This is an optimization exercise on Yosys and OpenROAD, whose aim is small area, a short achievable clock period and few clock cycles per item, not a production implementation.
RTL that was checked went through simulation tests only; none was proved equivalent to the original.

## scr_engine
module scr_engine (
    input  wire        clk,
    input  wire        rst,
    input  wire        cfg_we,
    input  wire [3:0]  cfg_addr,
    input  wire [31:0] cfg_wdata,
    input  wire        in_valid,
    output reg         in_ready,
    input  wire [14:0] in_x,
    input  wire [17:0] in_y,
    input  wire [7:0]  in_value,
    input  wire [1:0]  in_tag,
    input  wire [1:0]  in_fmt,
    output reg         tone_re,
    output wire [10:0] tone_addr0,
    output wire [10:0] tone_addr1,
    input  wire [15:0] tone_rdata0,
    input  wire [15:0] tone_rdata1,
    output reg         tile_re,
    output reg  [17:0] tile_addr,
    input  wire [15:0] tile_rdata,
    output reg         out_valid,
    output reg  [3:0]  out_code,
    output reg  [11:0] out_tone,
    output reg  [7:0]  out_base,
    output reg  [7:0]  out_slope
);
clock: 110.0 ns
lec_check: 0
abc_area: 1
cap_margin: 20
core_margin: 2
core_utilization: 60
cts_buf_list: sky130_fd_sc_hd__clkbuf_16
cts_cluster_diameter: 90
cts_cluster_size: 28
slew_margin: 20
run.sh (not shown) runs the stock make flow with config.mk's settings and CLKGATE_MAP_FILE= SYNTH_SCRIPT=/design/flow/synth_recipe.tcl, a recipe that flattens the netlist after the stock synthesis.
Testbench counts at the start, summed over its fixed seeds: cycles 31,782, items 30,805.
Change:
==> flow/flow/run.sh (new file) <==
#!/bin/bash
# The standard layout (standard.sh, all steps), except that the buffers
# placed on the input and output ports are buf_2 cells instead of the slow
# delay buffer buffer_ports picks by default. Each port still gets its own
# buffer; the clock, constraints and everything else are unchanged.
set -e
export BUFFER_PORTS_ARGS="-buffer_cell sky130_fd_sc_hd__buf_2"
bash standard.sh > standard.log 2>&1
==> flow/standard.sh (new file) <==
#!/bin/bash
# synth_recipe.tcl (not shown) runs the flow's synth.tcl, then flattens the netlist and writes it again
# the make line also repeats each setting of config.mk as NAME=value (left out here)
make -C /OpenROAD-flow-scripts/flow DESIGN_CONFIG=/design/flow/config.mk WORK_HOME=/design/flow/orfs CLKGATE_MAP_FILE= SYNTH_SCRIPT=/design/flow/synth_recipe.tcl "${@:-finish}"
removed: flow/run.sh
Result: Hold slack is about the same. Non-clock buffer count grows by 2. Global-route usage stays flat. Design area fell by 1.6%.

scr_engine, a different RTL version from the one above (not shown whole).
Size: roughly 5000 cells after synthesis, roughly 950 flip-flops, roughly 56000 um^2 of cells after synthesis.
export LEC_CHECK = 0
export CAP_MARGIN = 20
export CORE_MARGIN = 2
export CORE_UTILIZATION = 60
export CTS_BUF_LIST = sky130_fd_sc_hd__clkbuf_16
export CTS_CLUSTER_DIAMETER = 90
export CTS_CLUSTER_SIZE = 28
export SLEW_MARGIN = 20
create_clock -name core_clock -period 110.0 [get_ports {clk}]
Stock flow here: none of the scripts above is used.
The starting point passed the timing, design-rule and antenna checks.
Then changed:
- ABC_AREA: not set -> 1
The new run passed the timing, design-rule and antenna checks.
Routed wire length rises by about 11%.
Worst setup slack degrades by 110 ps.
Core utilization grows by 0.20 points.
Fmax fell by about 0.46%.
No functional check of the RTL was part of any run of this note.

## the previous run
scr_engine, a different RTL version from the one above (not shown whole).
Size in the first run: ~4,900 cells after synthesis, roughly 210 I/O pins, ~0.056 mm^2 of cells after synthesis.
// scr_engine
module scr_engine (
    input  wire        clk,
    input  wire        rst,
    input  wire        cfg_we,
    input  wire [3:0]  cfg_addr,
    input  wire [31:0] cfg_wdata,
    input  wire        in_valid,
    output reg         in_ready,
    input  wire [14:0] in_x,
    input  wire [17:0] in_y,
    input  wire [7:0]  in_value,
    input  wire [1:0]  in_tag,
    input  wire [1:0]  in_fmt,
    output reg         tone_re,
    output wire [10:0] tone_addr0,
    output wire [10:0] tone_addr1,
    input  wire [15:0] tone_rdata0,
    input  wire [15:0] tone_rdata1,
    output reg         tile_re,
    output reg  [17:0] tile_addr,
    input  wire [15:0] tile_rdata,
    output reg         out_valid,
    output reg  [3:0]  out_code,
    output reg  [11:0] out_tone,
    output reg  [7:0]  out_base,
    output reg  [7:0]  out_slope
);
clock: 110.0 ns
lec_check: 0
cap_margin: 20
core_margin: 2
core_utilization: 60
cts_buf_list: sky130_fd_sc_hd__clkbuf_16
cts_cluster_diameter: 60
cts_cluster_size: 24
slew_margin: 20
The previous run finished every step from synthesis to the final layout, and the layout passed the timing, design-rule and antenna checks.
diff inputs: the previous run => the current run
- changing CTS_CLUSTER_SIZE from 24 to 30
- changing CTS_CLUSTER_DIAMETER from 60 to 45
[summary]
- Delta (the current run minus the previous run): routed wire length held; final layout net count now larger; final standard cell count with taps included and fillers excluded higher.
- The run showing the greater fraction of area in multi-input gates is the previous run.
- Taking the previous run as the reference, in the current run total non-filler cell area in the finished layout increased about 1.6%, global-route usage essentially unchanged.
- Diff the previous run -> the current run | via count of the routed design | increase of about 1%
- Against the previous run, the current run comes in 1300 um higher on first-pass GRT wire length.
- Utilization: the current run > the previous run
- Count of clock-buffer cells in the layout (the current run over the previous run): increase, 34%
No functional check of the RTL was part of any run of this note.

scr_engine, a different RTL version from the one above (not shown whole).
Size in the first run: roughly 6000 cells after synthesis, ~930 flip-flops.
==> flow/config.mk <==
export PLATFORM = sky130hd
export DESIGN_NAME = scr_engine
export DESIGN_NICKNAME = scr_engine
export VERILOG_FILES = /design/flow/design.v
export SDC_FILE = /design/flow/constraint.sdc
export NUM_CORES = 4
export LEC_CHECK = 0
export ABC_AREA = 1
export CAP_MARGIN = 5
export CORE_MARGIN = 2
export CORE_UTILIZATION = 60
export CTS_BUF_LIST = sky130_fd_sc_hd__clkbuf_16
export CTS_CLUSTER_DIAMETER = 90
export CTS_CLUSTER_SIZE = 28
export SLEW_MARGIN = 5
==> flow/constraint.sdc <==
create_clock -name core_clock -period 110.0 [get_ports {clk}]
set_input_delay 22.0000 -clock core_clock [delete_from_list [all_inputs] [get_ports {clk}]]
set_output_delay 22.0000 -clock core_clock [all_outputs]
set_load 0.01 [all_outputs]
standard.sh (not shown) runs the stock make flow with config.mk's settings and CLKGATE_MAP_FILE= SYNTH_SCRIPT=/design/flow/synth_recipe.tcl, a recipe that flattens the netlist after the stock synthesis.
==> flow/flow/run.sh <==
#!/bin/bash
# The standard layout (standard.sh, all steps), except that the buffers
# placed on the input and output ports are buf_2 cells instead of the slow
# delay buffer buffer_ports picks by default. Each port still gets its own
# buffer; the clock, constraints and everything else are unchanged.
set -e
export BUFFER_PORTS_ARGS="-buffer_cell sky130_fd_sc_hd__buf_2"
bash standard.sh > standard.log 2>&1
The starting point finished clean.
Edit:
CAP_MARGIN = 20   (was 5)
CORE_UTILIZATION = 70   (was 60)
SLEW_MARGIN = 20   (was 5)
First-iteration DRC count increases by 19%.
Sequential cell count does not change.
Cell area decreases by 0.36%.
Final cell count decreases by 1.9%.
Via count increases by 1.9%.
Edit:
CORE_UTILIZATION = 60   (was 70)
Setup slack got worse by 110 ps.
Clock skew came out lower by 8.1 ps.
Hold slack gets better by 7.9 ps.
Routed wire length goes up by 3.4%.
First-iteration DRC count shrinks by 14%.
Flip-flop and latch count does not change.
Final area rises by 0.46%.
Register-to-register slack is worse by 160 ps.
Core utilization falls by 11 points.
Non-clock buffer count came out lower by 2.
No functional check of the RTL was part of any run of this note.

## lane 1
scr_engine, a different RTL version from the one above (not shown whole).
Size: about 5800 cells after synthesis, ~920 flip-flops, roughly 210 I/O pins, about 0.053 sq mm of cells after synthesis.
==> flow/config.mk <==
export PLATFORM = sky130hd
export DESIGN_NAME = scr_engine
export DESIGN_NICKNAME = scr_engine
export VERILOG_FILES = /design/flow/design.v
export SDC_FILE = /design/flow/constraint.sdc
export NUM_CORES = 4
export LEC_CHECK = 0
export ABC_AREA = 1
export CAP_MARGIN = 20
export CORE_MARGIN = 2
export CORE_UTILIZATION = 70
export CTS_BUF_LIST = sky130_fd_sc_hd__clkbuf_16
export CTS_CLUSTER_DIAMETER = 90
export CTS_CLUSTER_SIZE = 28
export GPL_ROUTABILITY_DRIVEN = 0
export GPL_TIMING_DRIVEN = 0
export SLEW_MARGIN = 20
==> flow/constraint.sdc <==
create_clock -name core_clock -period 110.0 [get_ports {clk}]
set_input_delay 22.0000 -clock core_clock [delete_from_list [all_inputs] [get_ports {clk}]]
set_output_delay 22.0000 -clock core_clock [all_outputs]
set_load 0.01 [all_outputs]
==> flow/flow/run.sh <==
#!/bin/bash
# The standard layout (standard.sh, all steps), except that the buffers
# placed on the input and output ports are buf_1 cells instead of the slow
# delay buffer buffer_ports picks by default. Each port still gets its own
# buffer; the clock, constraints and everything else are unchanged.
set -e
export BUFFER_PORTS_ARGS="-buffer_cell sky130_fd_sc_hd__buf_1"
bash standard.sh > standard.log 2>&1
Lane 1 reached the final stage; the timing, design-rule and antenna checks on its layout passed.
Testbench counts of lane 1, summed over its fixed seeds: cycles 31,609, items 30,805.
Setup changes, lane 1 to lane 2
- removing GPL_TIMING_DRIVEN (formerly 0)
- removing GPL_ROUTABILITY_DRIVEN (formerly 0)
- changing CTS_CLUSTER_SIZE from 28 to 32
- changing CTS_CLUSTER_DIAMETER from 90 to 80
--- outcome ---
Lane 2 finished every step from synthesis to the final layout, and the layout passed the timing, design-rule and antenna checks.
Lane 2 against lane 1; count of vias placed by the detailed router is down by a few percent.
Post-route worst setup slack, lane 1 and lane 2, lower one = lane 2.
The top routing layer in use comes out met4 in one run and met5 in the other, namely in lane 1 and lane 2 respectively.
Changes in lane 3 relative to lane 2:
- a change of CTS_CLUSTER_DIAMETER from 80 to 90
- a change of CTS_CLUSTER_SIZE from 32 to 28
==> flow/flow/run.sh <==
#!/bin/bash
# The standard layout (standard.sh, all steps), except that the buffers
# placed on the input and output ports are buf_2 cells instead of the slow
# delay buffer buffer_ports picks by default. Each port still gets its own
# buffer; the clock, constraints and everything else are unchanged.
set -e
export BUFFER_PORTS_ARGS="-buffer_cell sky130_fd_sc_hd__buf_2"
bash standard.sh > standard.log 2>&1
==> comparison <==
No stage failed in lane 3, and the final checks on the layout all came back clean.
Diff lane 2 and lane 3: number of buffers inserted during clock tree synthesis higher in lane 3
A end of the critical path of tone_addr1[10] is what lane 3 shows, while tone_addr1[7] belongs to lane 2.
Lane 2 and lane 3 ended up with roughly the same maximum frequency.
Delta (lane 3 minus lane 2): count of inserted antenna diode cells down 1.
Lane 3 and lane 2 ended up with roughly the same total via count in the routed design.
[compare] base=lane 2 new=lane 3: total wirelength of the detailed-routed design rose about 1.3%; final cell count without fillers held; global router's overall resource usage moved up.
Modified inputs, lane 4 compared to lane 3
==> flow/flow/run.sh <==
#!/bin/bash
# The standard layout (standard.sh, all steps), except that the buffers
# placed on the input and output ports are buf_1 cells instead of the slow
# delay buffer buffer_ports picks by default. Each port still gets its own
# buffer; the clock, constraints and everything else are unchanged.
set -e
export BUFFER_PORTS_ARGS="-buffer_cell sky130_fd_sc_hd__buf_1"
bash standard.sh > standard.log 2>&1
### Flow results
- Global routing met2 resource utilization in lane 4 is 1.7 points lower than in lane 3
- Compared with lane 3, first-pass GRT wire length in lane 4 decreased slightly.
- Lane 3 has lower count of plain and timing-repair buffers in the layout than lane 4.
For lane 5, these inputs were changed with respect to lane 4:
- CTS_CLUSTER_SIZE: 28 -> 24
- CTS_CLUSTER_DIAMETER: 90 -> 120
## What came out
Lane 5 finished every step from synthesis to the final layout, and the layout passed the timing, design-rule and antenna checks. Lane 5 gives less count of antenna diodes in the layout than lane 4 did. Lane 5 -> lane 4: mean instance size in the synthesized netlist delta 0, exact match. Lane 4 -> lane 5: net count after synthesis delta 0, exact match.

Setup of job 101:
scr_engine, a different RTL version from the one above (not shown whole).
Size: roughly 860 flip-flops, ~210 I/O pins, ~53000 um2 of cells after synthesis.
Design scr_engine, start of the top module:
module scr_engine (
    input  wire        clk,
    input  wire        rst,
    input  wire        cfg_we,
    input  wire [3:0]  cfg_addr,
    input  wire [31:0] cfg_wdata,
    input  wire        in_valid,
    output reg         in_ready,
    input  wire [14:0] in_x,
    input  wire [17:0] in_y,
    input  wire [7:0]  in_value,
    input  wire [1:0]  in_tag,
    input  wire [1:0]  in_fmt,
    output reg         tone_re,
    output wire [10:0] tone_addr0,
    output wire [10:0] tone_addr1,
    input  wire [15:0] tone_rdata0,
    input  wire [15:0] tone_rdata1,
    output reg         tile_re,
    output reg  [17:0] tile_addr,
    input  wire [15:0] tile_rdata,
    output reg         out_valid,
    output reg  [3:0]  out_code,
    output reg  [11:0] out_tone,
    output reg  [7:0]  out_base,
    output reg  [7:0]  out_slope
);
    localparam R      = 3;                   
    localparam MAIN_N = (19 + R - 1) / R;    
    localparam PRE_N  = (8 + R - 1) / R;     
    localparam MW     = MAIN_N * R;
    localparam PW     = PRE_N * R;
    reg        q_we;                 
    reg [3:0]  q_addr;
    reg [31:0] q_wdata;
    reg        q_rst;                
    always @(posedge clk) begin
        q_rst   <= rst;
        q_we    <= cfg_we & ~rst;
        q_addr  <= cfg_addr;
        q_wdata <= cfg_wdata;
    end
    reg [7:0]  tile_tag;             
    reg        tone_bank;            
    reg [15:0] gain   [0:3];
    reg [15:0] offset [0:3];
    reg [7:0]  shift  [0:3];         
    reg [3:0]  sh_dirty;             
    reg [7:0]  hm1    [0:3];
    reg [7:0]  wm1    [0:3];
    reg [15:0] ph_y   [0:3];
    reg [15:0] ph_x   [0:3];
    reg [63:0] ps_map;
  ...
export LEC_CHECK = 0
export ABC_AREA = 1
export CAP_MARGIN = 20
export CORE_MARGIN = 2
export CORE_UTILIZATION = 60
export SLEW_MARGIN = 20
create_clock -name core_clock -period 110.0 [get_ports {clk}]
run.sh (not shown) runs the stock make flow with config.mk's settings and CLKGATE_MAP_FILE= SYNTH_SCRIPT=/design/flow/synth_recipe.tcl, a recipe that flattens the netlist after the stock synthesis.
Stock flow here: none of the scripts above is used.
Job 101: no failed stages, no open violations at the end
Setup changes, job 101 to job 102
Settings: ABC_AREA removed (was 1); CTS_BUF_LIST newly set to sky130_fd_sc_hd__clkbuf_8; CTS_CLUSTER_SIZE newly set to 20.
## What came out
Diff job 101 -> job 102: floorplan die area level, arrival time at the worst endpoint moved up, final critical-path share of the clock period moved up. Job 102 gives less final-layout fill cell count than job 101 did.
#### Input delta (job 103 over job 102)
Settings: CTS_BUF_LIST removed (was sky130_fd_sc_hd__clkbuf_8); CORE_UTILIZATION changed from 60 to 40; CTS_CLUSTER_SIZE removed (was 20).
--- outcome ---
NOTE: global-route usage in job 103 falls short of that of job 102
Compared with job 102, in job 103 mean instance size in the synthesized netlist barely changed, critical path required time stayed essentially flat, final-layout clock-cell area share increased by 0.83 points relative to the old numbers, wire length of the first global-routing pass went up.
Function was not checked in any run of this note: the RTL went through the layout flow alone.

Setup of v54:
scr_engine, a different RTL version from the one above (not shown whole).
For scale: roughly 5800 cells after synthesis, roughly 210 I/O pins, about 53000 um2 of cells after synthesis.
clock: 110.0 ns
lec_check: 0
abc_area: 1
cap_margin: 20
core_margin: 2
core_utilization: 80
cts_buf_list: sky130_fd_sc_hd__clkbuf_16
cts_cluster_diameter: 90
cts_cluster_size: 28
slew_margin: 20
standard.sh (not shown) runs the stock make flow with config.mk's settings and CLKGATE_MAP_FILE= SYNTH_SCRIPT=/design/flow/synth_recipe.tcl, a recipe that flattens the netlist after the stock synthesis.
==> flow/flow/run.sh <==
#!/bin/bash
# The standard layout (standard.sh, all steps), except that the buffers
# placed on the input and output ports are buf_2 cells instead of the slow
# delay buffer buffer_ports picks by default. Each port still gets its own
# buffer; the clock, constraints and everything else are unchanged.
set -e
export BUFFER_PORTS_ARGS="-buffer_cell sky130_fd_sc_hd__buf_2"
bash standard.sh > standard.log 2>&1
Testbench counts of v54, summed over its fixed seeds: cycles 31,609, items 30,805.
> inputs changed (v54 -> v47)
Settings: CORE_UTILIZATION changed from 80 to 70.
-- flow/flow/run.sh --
<<< v54, line 3
# placed on the input and output ports are buf_2 cells instead of the slow
>>> v47, line 3
# placed on the input and output ports are buf_1 cells instead of the slow
<<< v54, line 7
export BUFFER_PORTS_ARGS="-buffer_cell sky130_fd_sc_hd__buf_2"
>>> v47, line 7
export BUFFER_PORTS_ARGS="-buffer_cell sky130_fd_sc_hd__buf_1"
Results
- STATUS worst setup slack after layout: v47 loses against v54
Changes in v59 relative to v47:
-- flow/flow/run.sh --
<<< v47, line 3
# placed on the input and output ports are buf_1 cells instead of the slow
>>> v59, line 3
# placed on the input and output ports are buf_2 cells instead of the slow
<<< v47, line 7
export BUFFER_PORTS_ARGS="-buffer_cell sky130_fd_sc_hd__buf_1"
>>> v59, line 7
export BUFFER_PORTS_ARGS="-buffer_cell sky130_fd_sc_hd__buf_2"
[summary]
Going from v47 to v59, area used by multi-input combinational logic held steady, first-pass GRT wire length grew by about 0.4%, maximum clock skew at final layout held steady, pin count of the biggest net entering global routing held steady. Delta (v59 minus v47): first-iteration DRC count dropped about 3.8%, global-route usage about even, final cell count comparable, final-layout fill cell count rose by 38.

static timing again, ports no longer ideal:
Ports are ideal in the flow. The routed layouts listed here were re-timed in OpenROAD.
Step 1, drivers: a clkbuf_16 drives clk and a buf_2 each remaining input, both assumed.
Step 2 adds t to the input delays and takes it off the output delays; t is the mean of the earliest and latest rising clock arrival at the registers after step 1. Input paths then give back, and output paths get back, about the clock's delay inside the block.
a / b / c = ideal ports / drivers / drivers and shift; a / b = the first two.
run	shift t [ns]	setup WS [ns]	clock arrival spread, ns
the first run of note 1	0.753	86.301 / 86.229 / 86.482	0.059 / 0.058
the second run of note 1	0.737	86.688 / 86.615 / 87.175	0.058 / 0.058
the first run of note 2	0.748	85.971 / 85.896 / 86.488	0.092 / 0.091
the second run of note 2	0.744	85.859 / 85.790 / 86.534	0.066 / 0.066
the previous run	0.720	86.219 / 86.146 / 86.692	0.042 / 0.042
the current run	0.758	86.140 / 86.068 / 86.703	0.071 / 0.071
the first run of note 4	0.738	86.582 / 86.507 / 87.192	0.051 / 0.051
the second run of note 4	0.711	86.690 / 86.619 / 87.153	0.066 / 0.065
the third run of note 4	0.742	86.584 / 86.508 / 87.194	0.057 / 0.058
lane 1	0.694	86.828 / 86.760 / 86.856	0.054 / 0.054
lane 2	0.695	86.804 / 86.737 / 86.955	0.057 / 0.056
lane 3	0.703	86.822 / 86.752 / 87.305	0.043 / 0.043
lane 4	0.709	86.799 / 86.725 / 86.963	0.056 / 0.056
lane 5	0.699	86.810 / 86.741 / 86.927	0.058 / 0.057
job 101	0.742	86.453 / 86.382 / 86.579	0.022 / 0.022
job 102	0.886	86.238 / 86.173 / 86.766	0.053 / 0.054
job 103	0.758	86.339 / 86.267 / 86.499	0.056 / 0.057
v54	0.724	86.727 / 86.648 / 87.129	0.059 / 0.059
v47	0.697	86.693 / 86.624 / 87.240	0.040 / 0.040
v59	0.697	86.738 / 86.669 / 87.188	0.040 / 0.039
After both steps setup and hold are still met in every run listed.
